Source: an optimization exercise on an open RTL-to-GDS flow (aim: small area). Production flows keep margins and buffers that such runs may drop.
Only the layout flow was run in this run; the RTL was not checked for function there.

$ cat flow/design.v
module tcounter (
    input  wire        clk,
    input  wire        rst,
    input  wire        dpll_free,
    input  wire        rate_we,
    input  wire [63:0] rate_in,
    input  wire        cmd_valid,
    input  wire [1:0]  cmd_op,          
    input  wire [47:0] cmd_sec,         
    input  wire [31:0] cmd_ns,
    input  wire [15:0] cmd_subns,
    input  wire [63:0] cmd_offset,      
    input  wire [63:0] cmd_rate_limit,  
    output reg  [47:0] sec,
    output reg  [29:0] ns,
    output wire [15:0] subns,
    output reg         time_valid,
    output reg  [15:0] step_epoch,
    output reg  [63:0] rate,
    output reg         rate_clamp,
    output reg         slew_active,
    output wire [63:0] slew_rem,
    output reg         slew_done,
    output reg         rsp_valid,
    output reg  [1:0]  rsp_status,      
    output reg  [63:0] rsp_prev,
    output reg  [63:0] rsp_new
);
    localparam [1:0] OP_SET = 2'd0, OP_STEP = 2'd1, OP_SLEW = 2'd2, OP_CANCEL = 2'd3;
    localparam [1:0] ST_DONE = 2'd0, ST_BAD_PARAM = 2'd1, ST_BAD_STATE = 2'd2;
    localparam [63:0] RATE_NOM = 64'd450359962737050;
    localparam [63:0] RATE_MIN = 64'd450314926740776;
    localparam [63:0] RATE_MAX = 64'd450404998733324;
    localparam [63:0] RL_MIN   = 64'd40960;
    localparam [63:0] RL_MAX   = 64'd1844674407370955;
    localparam [29:0] NS_PER_S = 30'd1000000000;
    reg  [47:0]        frac;
    reg  signed [95:0] rem;           
    reg  [37:0]        slew_mag;      
    assign subns = frac[47:32];
    reg        p_valid;
    reg [1:0]  p_op;
    reg [1:0]  p_status;              
    reg [47:0] p_sec;
    reg [29:0] p_ns;
    reg [15:0] p_subns;
    reg signed [48:0] p_dsec;         
    reg [29:0] p_dns;                 
    reg [15:0] p_dsub;                
    reg [63:0] p_offset;
    reg [37:0] p_mag;
    wire signed [47:0] off_ns   = cmd_offset[63:16];
    wire        [47:0] off_abs  = off_ns[47] ? -off_ns : off_ns;
    wire        [47:0] abs_q    = off_abs / 48'd1000000000;
    wire        [47:0] abs_r    = off_abs % 48'd1000000000;
    reg  signed [48:0] dsec_c;
    reg         [29:0] dns_c;
    always @* begin
        if (!off_ns[47]) begin
            dsec_c = {1'b0, abs_q};
            dns_c  = abs_r[29:0];
        end else if (abs_r == 48'd0) begin
            dsec_c = -{1'b0, abs_q};
            dns_c  = 30'd0;
        end else begin
            dsec_c = -{1'b0, abs_q} - 49'sd1;
            dns_c  = NS_PER_S - abs_r[29:0];
        end
    end
    wire [63:0] mag_c = cmd_rate_limit / 64'd40960;
    reg [1:0] chk_c;
    always @* begin
        chk_c = ST_DONE;
        if (!dpll_free)
            chk_c = ST_BAD_STATE;
        else if (cmd_op == OP_SET && cmd_ns >= 32'd1000000000)
            chk_c = ST_BAD_PARAM;
        else if (cmd_op == OP_SLEW && (cmd_rate_limit < RL_MIN || cmd_rate_limit > RL_MAX))
            chk_c = ST_BAD_PARAM;
    end
    always @(posedge clk) begin
        if (rst) begin
            p_valid  <= 1'b0;
            p_op     <= 2'd0;
            p_status <= 2'd0;
            p_sec    <= 48'd0;
            p_ns     <= 30'd0;
            p_subns  <= 16'd0;
            p_dsec   <= 49'sd0;
            p_dns    <= 30'd0;
            p_dsub   <= 16'd0;
            p_offset <= 64'd0;
            p_mag    <= 38'd0;
        end else begin
            p_valid  <= cmd_valid;
            p_op     <= cmd_op;
            p_status <= chk_c;
            p_sec    <= cmd_sec;
            p_ns     <= cmd_ns[29:0];
            p_subns  <= cmd_subns;
            p_dsec   <= dsec_c;
            p_dns    <= dns_c;
            p_dsub   <= cmd_offset[15:0];
            p_offset <= cmd_offset;
            p_mag    <= mag_c[37:0];
        end
    end
    wire        [95:0] rem_abs = rem[95] ? -rem : rem;
    wire               full_tick = rem_abs >= {58'd0, slew_mag};
    reg  signed [95:0] slew_add;      
    reg  signed [95:0] rem_t;         
    reg                active_t;
    reg                ends_t;        
    always @* begin
        slew_add = 96'sd0;
        rem_t    = rem;
        active_t = slew_active;
        ends_t   = 1'b0;
        if (slew_active) begin
            if (full_tick) begin
                slew_add = rem[95] ? -$signed({58'd0, slew_mag}) : $signed({58'd0, slew_mag});
                rem_t    = rem - slew_add;
            end else begin
                slew_add = rem;
                rem_t    = 96'sd0;
                active_t = 1'b0;
                ends_t   = 1'b1;
            end
        end
    end
    wire [49:0] inc = rate[49:0] + slew_add[49:0];
    wire [78:0] sum   = {1'b0, ns, frac} + {29'd0, inc};
    wire        wrap  = sum[78:48] >= {1'b0, NS_PER_S};
    wire [29:0] ns_t  = wrap ? sum[77:48] - NS_PER_S : sum[77:48];
    wire [47:0] fr_t  = sum[47:0];
    wire [47:0] sec_t = sec + {47'd0, wrap};
    wire [48:0]        st_frac = {1'b0, fr_t} + {1'b0, p_dsub, 32'd0};
    wire [30:0]        st_ns0  = {1'b0, ns_t} + {1'b0, p_dns} + {30'd0, st_frac[48]};
    wire               st_wrap = st_ns0 >= {1'b0, NS_PER_S};
    wire [29:0]        st_ns   = st_wrap ? st_ns0[29:0] - NS_PER_S : st_ns0[29:0];
    wire signed [49:0] st_sec  = $signed({2'b00, sec_t}) + p_dsec + $signed({49'd0, st_wrap});
    wire               st_ok   = !st_sec[49] && !st_sec[48];
    wire signed [96:0] merged  = $signed({rem_t[95], rem_t}) + $signed({p_offset, 32'd0});
    wire               merge_ok = merged >= -(97'sd1 <<< 95) &&
                                  merged <= $signed({1'b0, 64'h7fffffffffffffff, 32'd0});
    function [63:0] to16;
        input signed [95:0] v;
        reg [95:0] a;
        begin
            a = v[95] ? -v : v;
            to16 = v[95] ? -a[95:32] : a[95:32];
        end
    endfunction
    assign slew_rem = to16(rem);
    wire apply_ok = p_valid && p_status == ST_DONE && dpll_free;
    always @(posedge clk) begin
        if (rst) begin
            sec         <= 48'd0;
            ns          <= 30'd0;
            frac        <= 48'd0;
            time_valid  <= 1'b0;
            step_epoch  <= 16'd0;
            rate        <= RATE_NOM;
            rate_clamp  <= 1'b0;
            rem         <= 96'sd0;
            slew_mag    <= 38'd0;
            slew_active <= 1'b0;
            slew_done   <= 1'b0;
            rsp_valid   <= 1'b0;
            rsp_status  <= 2'd0;
            rsp_prev    <= 64'd0;
            rsp_new     <= 64'd0;
        end else begin
            rate_clamp <= 1'b0;
            if (rate_we) begin
                if (rate_in < RATE_MIN) begin
                    rate       <= RATE_MIN;
                    rate_clamp <= 1'b1;
                end else if (rate_in > RATE_MAX) begin
                    rate       <= RATE_MAX;
                    rate_clamp <= 1'b1;
                end else begin
                    rate       <= rate_in;
                end
            end
            sec         <= sec_t;
            ns          <= ns_t;
            frac        <= fr_t;
            rem         <= rem_t;
            slew_active <= active_t;
            slew_done   <= ends_t;
            rsp_valid  <= p_valid;
            rsp_status <= ST_DONE;
            rsp_prev   <= 64'd0;
            rsp_new    <= 64'd0;
            if (p_valid) begin
                if (p_status != ST_DONE) begin
                    rsp_status <= p_status;
                end else if (!dpll_free) begin
                    rsp_status <= ST_BAD_STATE;
                end else begin
                    case (p_op)
                        OP_SET: begin
                            sec         <= p_sec;
                            ns          <= p_ns;
                            frac        <= {p_subns, 32'd0};
                            time_valid  <= 1'b1;
                            step_epoch  <= step_epoch + 16'd1;
                            rem         <= 96'sd0;
                            slew_active <= 1'b0;
                            slew_done   <= 1'b0;
                        end
                        OP_STEP: begin
                            if (st_ok) begin
                                sec        <= st_sec[47:0];
                                ns         <= st_ns;
                                frac       <= st_frac[47:0];
                                step_epoch <= step_epoch + 16'd1;
                            end else begin
                                rsp_status <= ST_BAD_PARAM;
                            end
                        end
                        OP_SLEW: begin
                            if (merge_ok) begin
                                rem         <= merged[95:0];
                                slew_mag    <= p_mag;
                                slew_active <= 1'b1;
                                slew_done   <= 1'b0;
                                rsp_prev    <= to16(rem_t);
                                rsp_new     <= to16(merged[95:0]);
                            end else begin
                                rsp_status <= ST_BAD_PARAM;
                            end
                        end
                        default: begin  
                            rem         <= 96'sd0;
                            slew_active <= 1'b0;
                            rsp_prev    <= to16(rem_t);
                        end
                    endcase
                end
            end
        end
    end
endmodule
$ cat flow/run.sh
#!/bin/bash
# synth_recipe.tcl (not shown) runs the flow's synth.tcl, then flattens the netlist and writes it again
# the make line also repeats each setting of config.mk as NAME=value (left out here)
make -C /OpenROAD-flow-scripts/flow DESIGN_CONFIG=/design/flow/config.mk WORK_HOME=/design/flow/orfs CLKGATE_MAP_FILE= SYNTH_SCRIPT=/design/flow/synth_recipe.tcl finish
$ cat flow/config.mk
export PLATFORM = sky130hd
export DESIGN_NAME = tcounter
export DESIGN_NICKNAME = tcounter
export VERILOG_FILES = /design/flow/design.v
export SDC_FILE = /design/flow/constraint.sdc
export NUM_CORES = 4
export LEC_CHECK = 0
export CAP_MARGIN = 20
export CORE_MARGIN = 2
export CORE_UTILIZATION = 40
export SLEW_MARGIN = 20
$ cat flow/constraint.sdc
create_clock -name core_clock -period 48.0 [get_ports {clk}]
set_input_delay 9.6000 -clock core_clock [delete_from_list [all_inputs] [get_ports {clk}]]
set_output_delay 9.6000 -clock core_clock [all_outputs]
set_load 0.01 [all_outputs]
==> results_tabular.tex <==
\begin{tabular}{lr}
\hline
Metric & Value \\
\hline
\multicolumn{2}{l}{\textbf{Global route}} \\
\quad Number of global-route vias before repair & between 70000 and 80000 \\
\quad Antenna violations before repair & 45 \\
\quad Total routing resource utilization after global routing & 29.84\% \\
\quad Largest net degree at the start of global routing & 176 \\
\quad First-pass GRT wire length & about 460000 um \\
\quad Total gr overflow & 0 \\
\multicolumn{2}{l}{\textbf{Yosys}} \\
\quad Portion of netlist area occupied by mux cells & roughly 2.1\% \\
\quad Cell area after synthesis & 77950 um2 \\
\quad Most area-consuming cells after synthesis & dfxtp\_1 19\%, xnor2\_1 10\%, ha\_1 6.5\% \\
\quad Async S/R FF share, synth & 0\% \\
\quad Gate count of the mapped netlist & between 10000 and 15000 \\
\quad Number of nets produced by synthesis & between 10000 and 15000 \\
\quad Sequential fraction of the synthesis area & between 10\% and 20\% \\
\quad Post-synthesis sequential element count & 755 \\
\quad Xor/xnor share of the synthesized area & 13.56\% \\
\quad Primary flip-flop cell chosen by synthesis mapping & dfxtp\_1 \\
\quad Adder and majority gate portion of the synthesized area & 6.924\% \\
\quad Post-synth EDFFs & 0 \\
\quad Warnings from Yosys & 1 \\
\quad Compound-Gate Fraction of Synth Area & roughly 27\% \\
\quad Largest family of logic cells by synthesized area & compound AO/OA/AOI/OAI gates \\
\quad Simple-Gate Fraction of Synth Area & between 20\% and 30\% \\
\quad Area leader, netlist & dfxtp\_1 \\
\quad Yosys top cell area share & approximately 19\% \\
\quad Number of distinct library cells after synthesis & approximately 180 \\
\quad Average cell area after synthesis & 7.375 um2 \\
\multicolumn{2}{l}{\textbf{Placement}} \\
\quad Count of buffers inserted at the top-level ports & about 670 \\
\quad RD Place Congestion & slightly below 1 \\
\quad HPWL after detailed placement & about 250000 um \\
\multicolumn{2}{l}{\textbf{Die}} \\
\quad Die Height & between 400 and 500 um \\
\quad Die ar. & between 150000 and 200000 um2 \\
\quad Count of pins on the block boundary & 668 \\
\quad Count of standard-cell rows & 162 \\
\quad Core Footprint & $\sim$190000 um2 \\
\quad Initial core utilization & approximately 40\% \\
\quad Die Span X & about 450 um \\
\multicolumn{2}{l}{\textbf{Timing}} \\
\quad Final number of hold-violating endpoints & 0 \\
\quad Maximum clock frequency & around 22 MHz \\
\quad Slew at the pin closest to its max-slew limit & $\sim$1.3 ns \\
\quad Setup repair after global routing missed its margin & false \\
\quad Endpoints failing setup & 0 \\
\quad Worst slew slack as a fraction of its limit & 14.40\% \\
\quad Total negative setup slack & 0 ns \\
\quad Final clock skew & about 0.082 ns \\
\quad Final worst path period need & roughly 45 ns \\
\quad Period utilisation layout & 93.99\% \\
\quad Max-slew violations & 0 \\
\multicolumn{2}{l}{\textbf{CTS}} \\
\quad Number of CTS-inserted buffers & 90 \\
\quad Number of buffers on the longest clock path & 3 \\
\quad CTS sink count & around 760 \\
\quad CTS-repair resized insts & 0 \\
\quad Number of setup buffers added after CTS & 0 \\
\quad Buffer cell driving the clock tree root & clkbuf\_16 \\
\quad Clock H-tree levels & 3 \\
\quad Clock-pin slew reported for the worst setup and hold paths after clock tree synthesis & roughly 0.060 ns \\
\quad CTS tree & yes \\
\quad Post-CTS Hold Buffers & 0 \\
\quad Clock latency of the later-clocked register in the worst-skew pair & between 0.7 and 0.8 ns \\
\multicolumn{2}{l}{\textbf{Routing}} \\
\quad Detailed router's first-iteration violation count & between 6000 and 7000 \\
\quad Mean routed wirelength per cell & between 20 and 25 um \\
\quad Number of iterations in the first detailed-routing pass & 8 \\
\quad Post-DR vias/cell & 5.980 \\
\quad Remaining antenna violation count after routing & 0 \\
\quad Total wire length & between 300000 and 400000 um \\
\quad Via count & 80999 \\
\quad Post-route DRC violation count & 0 \\
\multicolumn{2}{l}{\textbf{Setup path}} \\
\quad Worst setup EP type & flip-flop \\
\quad Peak fanout along the critical path & 38 \\
\quad Most used cell, CP & nand2\_1 \\
\quad Delay contributed by the slowest stage of the critical path & a little under 0.8 ns \\
\quad Worst path required time & 48.71 ns \\
\quad Sort of element at the start of the critical path & input port \\
\quad R2R Setup Slk & around 8.7 ns \\
\quad Type of the worst setup path & in2reg \\
\quad Length in cells of the worst reg-to-reg path & around 190 \\
\quad Slowest library cell on the worst path & o2111ai\_2 \\
\quad Arrival time reported for the critical path endpoint & 45.83 ns \\
\multicolumn{2}{l}{\textbf{Cells and area}} \\
\quad Fraction of layout cells with a size suffix above 1 & 6.000\% \\
\quad Sequential cell area & 15120 um2 \\
\quad Fillcell total & 19462 \\
\quad Area overhead of the layout relative to synthesis & 14.51\% \\
\quad Net count reported at finish & between 10000 and 15000 \\
\quad Area of combinational cells with multiple inputs & 58300 um2 \\
\quad Utilization of the core after routing & 45.92\% \\
\multicolumn{2}{l}{\textbf{Hold path}} \\
\quad Type of the most critical hold path & reg2reg \\
\quad Cell depth of the worst min-delay path & 2 \\
\multicolumn{2}{l}{\textbf{Flow run}} \\
\quad Max-cap violations & 0 \\
\multicolumn{2}{l}{\textbf{Outcome}} \\
\quad Outcome & no timing/DRC/antenna violations \\
\hline
\end{tabular}
## Yosys cell counts (111+ instances only)
| cell type | instances |
|---|---|
| or3_1 | 137 |
| xor2_1 | 272 |
| o21bai_1 | 190 |
| nor2b_1 | 231 |
| mux2i_1 | 120 |
| and2_1 | 116 |
| xnor2_1 | 900 |
| ha_1 | 405 |
| a211oi_1 | 120 |
| and3_1 | 141 |
| o22ai_1 | 111 |
| clkbuf_1 | 335 |
| inv_1 | 538 |
| a21oi_1 | 732 |
| o21ai_0 | 519 |
| a22oi_1 | 127 |
| nand2_1 | 838 |
| nor3_1 | 296 |
| nand3_1 | 309 |
| dfxtp_1 | 755 |
| nor2_1 | 1186 |
| a21o_1 | 188 |
| nor4_1 | 111 |
## kinds of logic (layout without fill, tap and decap cells)
kind of cell               count (synthesis)  count (layout)
AOI/OAI and AO/OA                       3046            3046
other                                      0              36
and+or+nand+nor                         3919            3919
muxes                                    157             157
xor gates and xnor gates                1191            1191
buffers and inverters                   1073            1470
adders and majority gates                429             429
DFF                                      755             755
## layout make-up
class	count	share of cell area [%]
tap	2542	3.563
inverter	550	2.321
clock buffer	124	2.836
sequential	755	16.94
clock inverter	37	0.6378
antenna	36	0.1009
timing repair buffer	759	8.289
multi-input combinational	8742	65.31
## stage by stage
stage / cells / cell area (um2) / hold WS, ns / setup slack [ns]
after floorplan: 10570 / 77950 / 0.4365 / 12.84
after global placement: 13347 / 86020 / 0.4405 / 3.480
after detailed placement: 13347 / 86030 / 0.4446 / 2.012
after CTS: 13508 / 89130 / 0.4259 / 2.750
after global routing: 13537 / 89250 / 0.4403 / 0.03101
final: 13545 / 89270 / 0.4360 / 2.883
## layer usage
metal / global-route usage [%] / share of wire (%) / up-vias
li1: - / - / 38724
met1: 36.20 / 41 / 38766
met2: 50.61 / 47 / 2878
met3: 3.337 / 5.4 / 621
met4: 17.98 / 6.6 / 10
met5: 0 / 0.019 / -
## state kept, by name (all words and copies together), names as in the netlist, 2 cells and up
signal	flops
p_ns	30
p_offset	64
frac	48
p_dsec	49
p_mag	38
p_subns	16
rsp_status	2
step_epoch	16
slew_mag	38
ns	30
p_dns	30
rsp_prev	64
rate	64
sec	48
rsp_new	64
p_op	2
p_status	2
p_sec	48
rem	96
## critical path: cells and delay by family
family	cells	cell delay, ns
multiplexers	4	1.40
XOR/XNOR	8	3.37
adder cells (fa/ha/maj)	2	0.60
AO/OA/AOI/OAI	41	15.83
AND/OR/NAND/NOR	35	12.54
buffers and inverters	8	2.36
## path summary, 6_finish.rpt
path | to | from
setup / recovery | p_dsec[47] | cmd_offset[16]
setup reg to reg | step_epoch[15] | rem[4]
hold / removal | slew_mag[18] | p_mag[18]
hold reg to reg | slew_mag[18] | p_mag[18]
## layout by cell type (no fill, tap or decap), drive strengths merged, types with 98 or more instances in the layout
| cell type | count |
|---|---|
| dfxtp | 755 |
| o211ai | 99 |
| and3 | 143 |
| ha | 405 |
| nor2 | 1197 |
| mux2i | 124 |
| clkdlybuf4s50 | 664 |
| a211oi | 135 |
| nor4 | 121 |
| inv | 544 |
| a21o | 189 |
| o21bai | 191 |
| o22ai | 113 |
| a31oi | 105 |
| a22oi | 129 |
| nor2b | 231 |
| and2 | 121 |
| nand2 | 845 |
| nand4 | 104 |
| a21oi | 757 |
| nand3 | 314 |
| clkbuf | 124 |
| xnor2 | 911 |
| nor3 | 316 |
| nand2b | 98 |
| xor2 | 280 |
| or3 | 144 |
| o21ai | 593 |

[port drivers added, routing unchanged]
In the flow no input, the clock included, has a driving cell. The finished layout below was timed again as built, in two steps.
Step 1: set_driving_cell puts a clkbuf_16 on clk and a buf_2 on each other input, an assumption about the parent block.
Step 2, shift: input delay + t, output delay - t, t = (earliest + latest rising clock arrival at the registers) / 2. This alone moves slack from input paths to output paths.
a / b / c = no drivers / after step 1 / after step 2; a / b = the first two.
t, ns: 0.838
setup slack, ns: 2.883 / 2.897 / 2.059
latest minus earliest clock arrival (ns): 0.082 / 0.081
worst data-port slew with drivers (ns): 0.24
After both steps setup and hold are still met in this run. The setup slack of this run moves by +0.014 ns with the drivers and by -0.824 ns with both steps.
